What follows belongs to an exercise in optimizing a design on an open flow for small area; a production flow would make more cautious choices. Function was checked by simulation only, so behaviour that the tests miss may differ from the original.

==> trial 24 <==
// mi_decim
module mi_decim (
    input  wire        clk,
    input  wire        rst,
    input  wire        en,
    input  wire        align,
    input  wire        invert,
    input  wire        mod_tick,
    input  wire        mod_dat,
    input  wire [4:0]  guard_count,
    input  wire        guard_hi_en,
    input  wire        guard_lo_en,
    input  wire [23:0] guard_hi,
    input  wire [23:0] guard_lo,
    input  wire        ovr_clr,
    output reg         swift_valid,    
    output wire [31:0] swift_word,
    output reg         control_valid,    
    output wire [31:0] control_word,
    output reg         quiet_valid,    
    output wire [31:0] quiet_word,
    output reg         record_valid,    
    output wire [31:0] record_word,
    output reg         stat_ovr,
    output reg         ovr_sticky,
    output reg         guard_hi_live,
    output reg         guard_lo_live
);
    reg          en_q;
    wire         restart = en & (align | ~en_q);
    wire         tick = en & ~restart & mod_tick;
    wire         b = mod_dat ^ invert;
    wire         off = rst | ~en;
    wire         clr = rst | restart;
    reg  [2:0]   a;           
    reg  [2:0]   m5;          
    reg  [1:0]   m4;          
    reg  [1:0]   blk;         
    wire [2:0]   a_n;
    wire [1:0]   m4_n, blk_n;
    wire         a7 = (a == 3'd7);
    wire         m5_4 = (m5 == 3'd4);
    mi_inc #(.W(3)) u_a (.a(a), .ci(1'b1), .s(a_n));
    mi_inc #(.W(2)) u_m4 (.a(m4), .ci(1'b1), .s(m4_n));
    mi_inc #(.W(2)) u_blk (.a(blk), .ci(~(blk[1] & blk[0])), .s(blk_n));
    always @(posedge clk) begin
        if (clr) begin
            a   <= 3'd0;
            m5  <= 3'd0;
            m4  <= 2'd0;
            blk <= 2'd0;
        end else if (tick) begin
            a <= a_n;
            if (a7) begin
                m5 <= m5_4 ? 3'd0 : {m5[1] & m5[0], m5[1] ^ m5[0], ~m5[0]};
                if (m5_4) begin
                    m4 <= m4_n;
                    if (m4 == 2'd3) blk <= blk_n;
                end
  ...
==> flow/config.mk <==
export PLATFORM = sky130hd
export DESIGN_NAME = mi_decim
export DESIGN_NICKNAME = mi_decim
export VERILOG_FILES = /design/flow/design.v
export SDC_FILE = /design/flow/constraint.sdc
export NUM_CORES = 4
export LEC_CHECK = 0
export ABC_CLOCK_PERIOD_IN_PS = 15000
export CAP_MARGIN = 5
export CORE_MARGIN = 2
export CORE_UTILIZATION = 40
export SLEW_MARGIN = 5
==> flow/constraint.sdc <==
create_clock -name core_clock -period 40.0 [get_ports {clk}]
set_input_delay 8.0000 -clock core_clock [delete_from_list [all_inputs] [get_ports {clk}]]
set_output_delay 8.0000 -clock core_clock [all_outputs]
set_load 0.01 [all_outputs]
standard.sh (not shown) runs the stock make flow with config.mk's settings and CLKGATE_MAP_FILE= SYNTH_SCRIPT=/design/flow/synth_recipe.tcl, a recipe that flattens the netlist after the stock synthesis.
==> flow/flow/run.sh <==
#!/bin/bash
# The standard layout (standard.sh), with three changes:
# - after the standard synthesis, OpenROAD's restructure re-maps the
#   combinational logic for area (registers are not touched), from a copy of
#   the Liberty file without the platform's don't-use cells;
# - each port is buffered by a buf_1 instead of the resizer's default pick;
# - clock tree: clkbuf_4 buffers, clusters of at most 10 sinks within 40 um,
#   no dummy loads.
# Each tool's output goes to a log of its own here: standard_synth.log,
# filter_lib.log, restructure.log, standard.log (the tools' own logs are under orfs/logs).
set -euo pipefail
ARGS=("BUFFER_PORTS_ARGS=-buffer_cell sky130_fd_sc_hd__buf_1"
      "CTS_ARGS=-sink_clustering_enable -repair_clock_nets -dont_use_dummy_load -buf_list sky130_fd_sc_hd__clkbuf_4 -sink_clustering_size 10 -sink_clustering_max_diameter 40")
bash standard.sh "${ARGS[@]}" synth > standard_synth.log 2>&1
RES=orfs/results/$FLOW_PLATFORM/mi_decim/base
LIB=$FLOW_HOME/platforms/$FLOW_PLATFORM/lib/sky130_fd_sc_hd__tt_025C_1v80.lib
python3 flow/filter_lib.py $LIB rs_use.lib 'sky130_fd_sc_hd__(lpflow_.*|probe_p_8|probec_p_8)' > filter_lib.log 2>&1
mkdir -p rs_work
cat > restructure.tcl <<EOT
read_db $RES/1_synth.odb
read_liberty $LIB
read_sdc $RES/1_synth.sdc
report_design_area
restructure -target area -liberty_file rs_use.lib -tielo_port sky130_fd_sc_hd__conb_1/LO -tiehi_port sky130_fd_sc_hd__conb_1/HI -work_dir rs_work
report_design_area
write_db $RES/1_synth.odb
EOT
openroad -no_init -exit restructure.tcl > restructure.log 2>&1
bash standard.sh "${ARGS[@]}" finish > standard.log 2>&1
==> flow/flow/filter_lib.py <==
"""Copy a Liberty file without the cells whose names match the given regular
expression (the platform's don't-use cells), so that restructure cannot pick
them. Usage: filter_lib.py IN.lib OUT.lib REGEX"""
import re
import sys

src, dst, pat = sys.argv[1], sys.argv[2], re.compile(sys.argv[3])
cell = re.compile(r'^\s*cell\s*\(\s*"?([A-Za-z0-9_]+)"?\s*\)\s*\{')
out = []
skip = 0
with open(src) as f:
    for line in f:
        if skip:
            skip += line.count("{") - line.count("}")
            continue
        m = cell.match(line)
        if m and pat.fullmatch(m.group(1)):
            skip = line.count("{") - line.count("}")
            continue
        out.append(line)
with open(dst, "w") as f:
    f.writelines(out)
==> build 64 (differences from trial 24) <==
==> flow/flow/run.sh (replaced) <==
#!/bin/bash
# The standard layout (standard.sh), with two changes:
# - each port is buffered by a buf_1 instead of the resizer's default pick;
# - clock tree: clkbuf_4 buffers, clusters of at most 10 sinks within 40 um,
#   no dummy loads.
# make's output goes to standard.log; the tools' own logs are under orfs/logs.
set -euo pipefail
bash standard.sh "BUFFER_PORTS_ARGS=-buffer_cell sky130_fd_sc_hd__buf_1" \
  "CTS_ARGS=-sink_clustering_enable -repair_clock_nets -dont_use_dummy_load -buf_list sky130_fd_sc_hd__clkbuf_4 -sink_clustering_size 10 -sink_clustering_max_diameter 40" \
  finish > standard.log 2>&1
--- a/flow/config.mk
+++ b/flow/config.mk
@@ -6,7 +6,7 @@
 export NUM_CORES = 4
 export LEC_CHECK = 0
 export ABC_CLOCK_PERIOD_IN_PS = 15000
-export CAP_MARGIN = 5
+export CAP_MARGIN = 20
 export CORE_MARGIN = 2
 export CORE_UTILIZATION = 40
-export SLEW_MARGIN = 5
+export SLEW_MARGIN = 20
removed: flow/flow/filter_lib.py
==> trial 14 (differences from trial 24) <==
==> flow/flow/run.sh (replaced) <==
#!/bin/bash
# The standard layout (standard.sh), with two changes:
# - each port is buffered by a buf_1 instead of the resizer's default pick;
# - clock tree: clkbuf_4 buffers, clusters of at most 10 sinks within 40 um,
#   no dummy loads.
# make's output goes to standard.log; the tools' own logs are under orfs/logs.
set -euo pipefail
bash standard.sh "BUFFER_PORTS_ARGS=-buffer_cell sky130_fd_sc_hd__buf_1" \
  "CTS_ARGS=-sink_clustering_enable -repair_clock_nets -dont_use_dummy_load -buf_list sky130_fd_sc_hd__clkbuf_4 -sink_clustering_size 10 -sink_clustering_max_diameter 40" \
  finish > standard.log 2>&1
--- a/flow/config.mk
+++ b/flow/config.mk
@@ -6,7 +6,8 @@
 export NUM_CORES = 4
 export LEC_CHECK = 0
 export ABC_CLOCK_PERIOD_IN_PS = 15000
-export CAP_MARGIN = 5
+export CAP_MARGIN = 20
 export CORE_MARGIN = 2
-export CORE_UTILIZATION = 40
-export SLEW_MARGIN = 5
+export CORE_UTILIZATION = 75
+export PLACE_DENSITY = 0.85
+export SLEW_MARGIN = 20
removed: flow/flow/filter_lib.py
==> trial 81 (differences from trial 24) <==
--- a/flow/flow/run.sh
+++ b/flow/flow/run.sh
@@ -10,7 +10,7 @@
 # filter_lib.log, restructure.log, standard.log (the tools' own logs are under orfs/logs).
 set -euo pipefail
 ARGS=("BUFFER_PORTS_ARGS=-buffer_cell sky130_fd_sc_hd__buf_1"
-      "CTS_ARGS=-sink_clustering_enable -repair_clock_nets -dont_use_dummy_load -buf_list sky130_fd_sc_hd__clkbuf_4 -sink_clustering_size 10 -sink_clustering_max_diameter 40")
+      "CTS_ARGS=-sink_clustering_enable -repair_clock_nets -dont_use_dummy_load -buf_list {sky130_fd_sc_hd__clkbuf_1 sky130_fd_sc_hd__clkbuf_2} -sink_clustering_size 6 -sink_clustering_max_diameter 30")
 bash standard.sh "${ARGS[@]}" synth > standard_synth.log 2>&1
 RES=orfs/results/$FLOW_PLATFORM/mi_decim/base
 LIB=$FLOW_HOME/platforms/$FLOW_PLATFORM/lib/sky130_fd_sc_hd__tt_025C_1v80.lib
--- a/flow/config.mk
+++ b/flow/config.mk
@@ -6,7 +6,7 @@
 export NUM_CORES = 4
 export LEC_CHECK = 0
 export ABC_CLOCK_PERIOD_IN_PS = 15000
-export CAP_MARGIN = 5
+export CAP_MARGIN = 20
 export CORE_MARGIN = 2
 export CORE_UTILIZATION = 40
-export SLEW_MARGIN = 5
+export SLEW_MARGIN = 20
==> results.ini <==
[pwr]
ir_drop_uv=145.0

[run_status]
outcome=complete, no violations

[place]
place_hpwl_um=21130
post_dp_cell_area_sq_um=13630

[layout]
multi_input_area_sq_um=4613
drive_above_1_share_pct=7.496
final_cell_mix=buf_1, edfxtp_1, dfxtp_1

[grt]
grt_pass1_wl_um=45650

[worst_setup_path]
crit_end=u_scale.r_q[1]

Source of the figures above: build 64

==> results.ini <==
[layout]
multi_input_area_sq_um=4008

[run_status]
outcome=complete, no violations

[pwr]
ir_drop_uv=44.63

[place]
post_dp_cell_area_sq_um=13280

[grt]
grt_pass1_wl_um=48850

Source of the figures above: trial 24

==> results.ini <==
[layout]
drive_above_1_share_pct=7.253
final_cell_mix=buf_1, edfxtp_1, dfxtp_1
multi_input_area_sq_um=4598

[grt]
grt_pass1_wl_um=42840

[place]
place_hpwl_um=19510
post_dp_cell_area_sq_um=13410

[pwr]
ir_drop_uv=170.5

[run_status]
outcome=complete, no violations

[worst_setup_path]
r2r-end=u_scale.r_q[1]

[routing]
maxUsedRoutingLayer=met4

Source of the figures above: trial 14

==> results.ini <==
[run_status]
outcome=complete, no violations

[worst_setup_path]
crit_end=u_scale.r_q[2]

[layout]
final_cell_mix=buf_1, edfxtp_1, nor2_1
drive_above_1_share_pct=6.549
multi_input_area_sq_um=4008

[grt]
grt_pass1_wl_um=49310

[place]
place_hpwl_um=22720
post_dp_cell_area_sq_um=13280

Source of the figures above: trial 81

==> port drivers added, routing unchanged <==
The results above use ideal ports. As a check the final layouts listed here were re-extracted and re-timed, cells and wires unchanged.
Step 1 (the two cells are an assumption about what drives the block):
set clk [get_ports {clk}]
set_driving_cell -lib_cell sky130_fd_sc_hd__clkbuf_16 $clk
set_driving_cell -lib_cell sky130_fd_sc_hd__buf_2 [delete_from_list [all_inputs] $clk]
Step 2 also shifts input and output timing later by t, the mid clock arrival at the registers, as if the neighbouring blocks saw the same clock.
Slacks: ideal / step 1 / step 2; pairs: ideal / step 1.
run | shift t [ns] | setup WS [ns] | worst data-port slew with drivers (ns)
trial 24 | 0.637 | 10.139 / 10.163 / 9.525 | 0.10
build 64 | 0.645 | 8.747 / 8.764 / 8.119 | 0.07
trial 14 | 0.649 | 8.466 / 8.488 / 7.839 | 0.06
trial 81 | 0.819 | 10.253 / 10.276 / 9.458 | 0.10
After both steps setup and hold are still met in every run listed. For trial 81, which loses most, drivers alone change the setup slack by +0.023 ns; drivers and shift together by -0.795 ns.
